This design comes from an exercise in tuning for small area, a short achievable clock period and few clock cycles per item on the open sky130 flow, not from production work.
Only simulation tests tie the RTL to the original design; equivalence was not proved.

== wip/willow ==
// jet_sample
module jet_sample (
    input  wire        clk,
    input  wire        rst,
    input  wire        in_valid,
    output wire        in_ready,
    input  wire [39:0] tap0,
    input  wire [39:0] tap1,
    input  wire [39:0] tap2,
    input  wire [39:0] tap3,
    input  wire [7:0]  fx,
    input  wire [7:0]  fy,
    input  wire [3:0]  outside,       
    input  wire        edge_clamp,    
    input  wire [1:0]  matrix,        
    input  wire        range_full,    
    input  wire [1:0]  alpha_mode,    
    input  wire        occ_opaque,    
    input  wire [10:0] plane_alpha,   
    output reg         out_valid,
    output reg  [9:0]  r_code,
    output reg  [9:0]  g_code,
    output reg  [9:0]  b_code,
    output reg  [19:0] alpha_p        
);
Size: roughly 720 flip-flops, about 250 I/O pins.
clock: 28.0 ns
lec_check: 0
abc_area: 1
cap_margin: 20
core_margin: 2
core_utilization: 50
slew_margin: 20
standard.sh (not shown) runs the stock make flow with config.mk's settings and CLKGATE_MAP_FILE= SYNTH_SCRIPT=/design/flow/synth_recipe.tcl, a recipe that flattens the netlist after the stock synthesis.
==> flow/flow/run.sh <==
#!/bin/bash
# Layout flow: the standard layout (standard.sh) with these changes.
#  - Yosys's synth runs with -noabc, so full adders are extracted from the
#    RTL's own adder structure before any ABC pass (fewer inverters); the
#    registers and the rest of synthesis are as in the standard flow.
#  - repair_timing aims for 21 ns of setup slack on the design's 28 ns
#    clock, i.e. it works on every path longer than 7 ns.
#  - every input and output port still gets its own buffer, but a
#    sky130_fd_sc_hd__buf_1 instead of a delay buffer; repair resizes the
#    ones on critical paths.
# The clock period, SDC and every other setting are the design's.
set -euo pipefail
bash standard.sh SYNTH_ARGS=-noabc SETUP_SLACK_MARGIN=21 \
  "BUFFER_PORTS_ARGS=-buffer_cell sky130_fd_sc_hd__buf_1" finish > standard.log 2>&1
Testbench counts of wip/willow, summed over its fixed seeds: cycles 16,040, samples 16,000.
Relative to wip/willow, the following input files were edited for wip/zinc:
- a change of CORE_UTILIZATION from 50 to 45
- a deleted ABC_AREA that had been 1
==> flow/flow/run.sh <==
#!/bin/bash
# Layout flow: the standard layout (standard.sh) with two changes.
#  - Yosys's synth runs with -noabc, so full adders are extracted from the
#    RTL's own adder structure before any ABC pass (fewer inverters); the
#    registers and the rest of synthesis are as in the standard flow.
#  - repair_timing aims for 21 ns of setup slack on the design's 28 ns
#    clock, i.e. it works on every path longer than 7 ns.
# The clock period, SDC and every other setting are the design's.
set -euo pipefail
bash standard.sh SYNTH_ARGS=-noabc SETUP_SLACK_MARGIN=21 finish > standard.log 2>&1
==> summary.txt <==
- Summary of wip/zinc over wip/willow: mux cell area share after synthesis went up 0.80 points; cell count after synthesis went down 9.4%; routed wire length went down 0.31%.
- Looking at cell with the biggest individual delay on the critical path, the buf_1 result is from wip/willow; the dfxtp_4 one comes from wip/zinc.
Input-level comparison between wip/cedar and wip/zinc:
- setting ABC_AREA to 1 for the first time
- changing CORE_UTILIZATION from 45 to 55
==> flow/flow/run.sh <==
#!/bin/bash
# Layout flow: the standard layout (standard.sh) with these changes.
#  - Yosys's synth runs with -noabc, so full adders are extracted from the
#    RTL's own adder structure before any ABC pass (fewer inverters); the
#    registers and the rest of synthesis are as in the standard flow.
#  - repair_timing aims for 21 ns of setup slack on the design's 28 ns
#    clock, i.e. it works on every path longer than 7 ns.
#  - every input and output port still gets its own buffer, but a
#    sky130_fd_sc_hd__buf_1 instead of a delay buffer; repair resizes the
#    ones on critical paths.
# The clock period, SDC and every other setting are the design's.
set -euo pipefail
bash standard.sh SYNTH_ARGS=-noabc SETUP_SLACK_MARGIN=21 \
  "BUFFER_PORTS_ARGS=-buffer_cell sky130_fd_sc_hd__buf_1" finish > standard.log 2>&1
### Flow results
| die area | lower: wip/cedar |. wip/cedar against wip/zinc: post-route met1 wirelength lower; CTS clock-pin slew for the worst setup and hold paths did not really move; via density per instance up 0.64%. Global-route usage (higher): wip/cedar. wip/cedar: final setup slack of the worst path 55 ps above wip/zinc. The routed wire length on wip/zinc is in line with that on wip/cedar.

* * *

## run 1
Starting RTL as in the previous note.
export LEC_CHECK = 0
export CAP_MARGIN = 20
export CORE_MARGIN = 2
export CORE_UTILIZATION = 50
export SLEW_MARGIN = 20
create_clock -name core_clock -period 28.0 [get_ports {clk}]
==> flow/flow/run.sh <==
#!/bin/bash
# Layout flow: the standard layout (standard.sh) with these changes.
#  - Yosys's synth runs with -noabc, so full adders are extracted from the
#    RTL's own adder structure before any ABC pass (fewer inverters); the
#    registers and the rest of synthesis are as in the standard flow.
#  - repair_timing aims for 21 ns of setup slack on the design's 28 ns
#    clock, i.e. it works on every path longer than 7 ns.
#  - every input and output port still gets its own buffer, but a
#    sky130_fd_sc_hd__buf_1 instead of a delay buffer; repair resizes the
#    ones on critical paths.
# The clock period, SDC and every other setting are the design's.
set -euo pipefail
bash standard.sh SYNTH_ARGS=-noabc SETUP_SLACK_MARGIN=21 \
  "BUFFER_PORTS_ARGS=-buffer_cell sky130_fd_sc_hd__buf_1" finish > standard.log 2>&1
Testbench counts of run 1, summed over its fixed seeds: cycles 16,040, samples 16,000.
diff inputs: run 1 => run 2
Settings: a change of CORE_UTILIZATION from 50 to 45.
-- flow/flow/run.sh --
<<< run 1, line 9
#    sky130_fd_sc_hd__buf_1 instead of a delay buffer; repair resizes the
#    ones on critical paths.
# The clock period, SDC and every other setting are the design's.
set -euo pipefail
bash standard.sh SYNTH_ARGS=-noabc SETUP_SLACK_MARGIN=21 \
  "BUFFER_PORTS_ARGS=-buffer_cell sky130_fd_sc_hd__buf_1" finish > standard.log 2>&1
>>> run 2, line 9
#    sky130_fd_sc_hd__buf_1 instead of a delay buffer; repair resizes the
#    ones on critical paths.
#  - pin placement constraints (flow/io.tcl): inputs on the left edge,
#    outputs on the right edge, clock in the middle of the bottom edge.
# The clock period, SDC and every other setting are the design's.
set -euo pipefail
bash standard.sh SYNTH_ARGS=-noabc SETUP_SLACK_MARGIN=21 \
  "BUFFER_PORTS_ARGS=-buffer_cell sky130_fd_sc_hd__buf_1" \
  "IO_CONSTRAINTS=$PWD/flow/io.tcl" finish > standard.log 2>&1
==> flow/flow/io.tcl (new file) <==
# Pin placement: the design is a pipeline, so its data inputs go on the left
# edge and its outputs on the right edge, with the clock in the middle of the
# bottom edge, where the clock tree can reach every register in fewer steps.
set data_in {}
set data_out {}
foreach p [get_ports *] {
  set n [get_name $p]
  if { $n == "clk" } { continue }
  if { [get_property $p direction] == "input" } {
    lappend data_in $n
  } else {
    lappend data_out $n
  }
}
set_io_pin_constraint -pin_names {clk} -region bottom:230-245
set_io_pin_constraint -pin_names $data_in -region left:*
set_io_pin_constraint -pin_names $data_out -region right:*
### Flow results
Re global route total overflow: no difference whatsoever between run 1 and run 2.
Run 2 vs run 1: growth of design area from synthesis to finish up
Sequential share of layout area: run 2 vs run 1, no meaningful difference
Cmp run 2 and run 1 / total of clock buffers placed in the layout / higher: run 2
Wire length per cell after detailed routing went up slightly going from run 1 to run 2.
Diff run 1 -> run 2: floorplan core area went up about 11%, design area stayed essentially flat.
Any difference in register cell area after layout between run 2 and run 1 is small enough to ignore.
Compared with run 1, in run 2 met2 demand-to-capacity share in global routing went down 5.4 points; non-clock buffer count went down 40.

separate check: timing with driven ports:
Ports are ideal in the flow. The routed layouts listed here were re-timed in OpenROAD.
Step 1 (the two cells are an assumption about what drives the block):
set clk [get_ports {clk}]
set_driving_cell -lib_cell sky130_fd_sc_hd__clkbuf_16 $clk
set_driving_cell -lib_cell sky130_fd_sc_hd__buf_2 [delete_from_list [all_inputs] $clk]
Step 2 adds t to the input delays and takes it off the output delays; t is the mean of the earliest and latest rising clock arrival at the registers after step 1. Input paths then give back, and output paths get back, about the clock's delay inside the block.
Three values: ideal, step 1, step 2; two values: the first two.
run | t, ns | setup slack, ns | hold slack, ns | worst setup path after step 2 | worst register clock-pin slew, ns
wip/willow | 0.806 | 21.050 / 20.963 / 21.153 | 0.316 / 0.316 / 0.316 | register to register | 0.07 / 0.07
wip/zinc | 0.835 | 21.012 / 20.914 / 21.066 | 0.316 / 0.316 / 0.316 | register to register | 0.10 / 0.10
wip/cedar | 0.797 | 21.068 / 20.981 / 21.154 | 0.294 / 0.294 / 0.294 | register to register | 0.07 / 0.07
run 1 | 0.824 | 21.060 / 20.973 / 21.109 | 0.305 / 0.305 / 0.305 | register to register | 0.08 / 0.08
run 2 | 0.792 | 21.059 / 20.992 / 21.102 | 0.323 / 0.323 / 0.323 | register to register | 0.08 / 0.08
After both steps setup and hold are still met in every run listed.
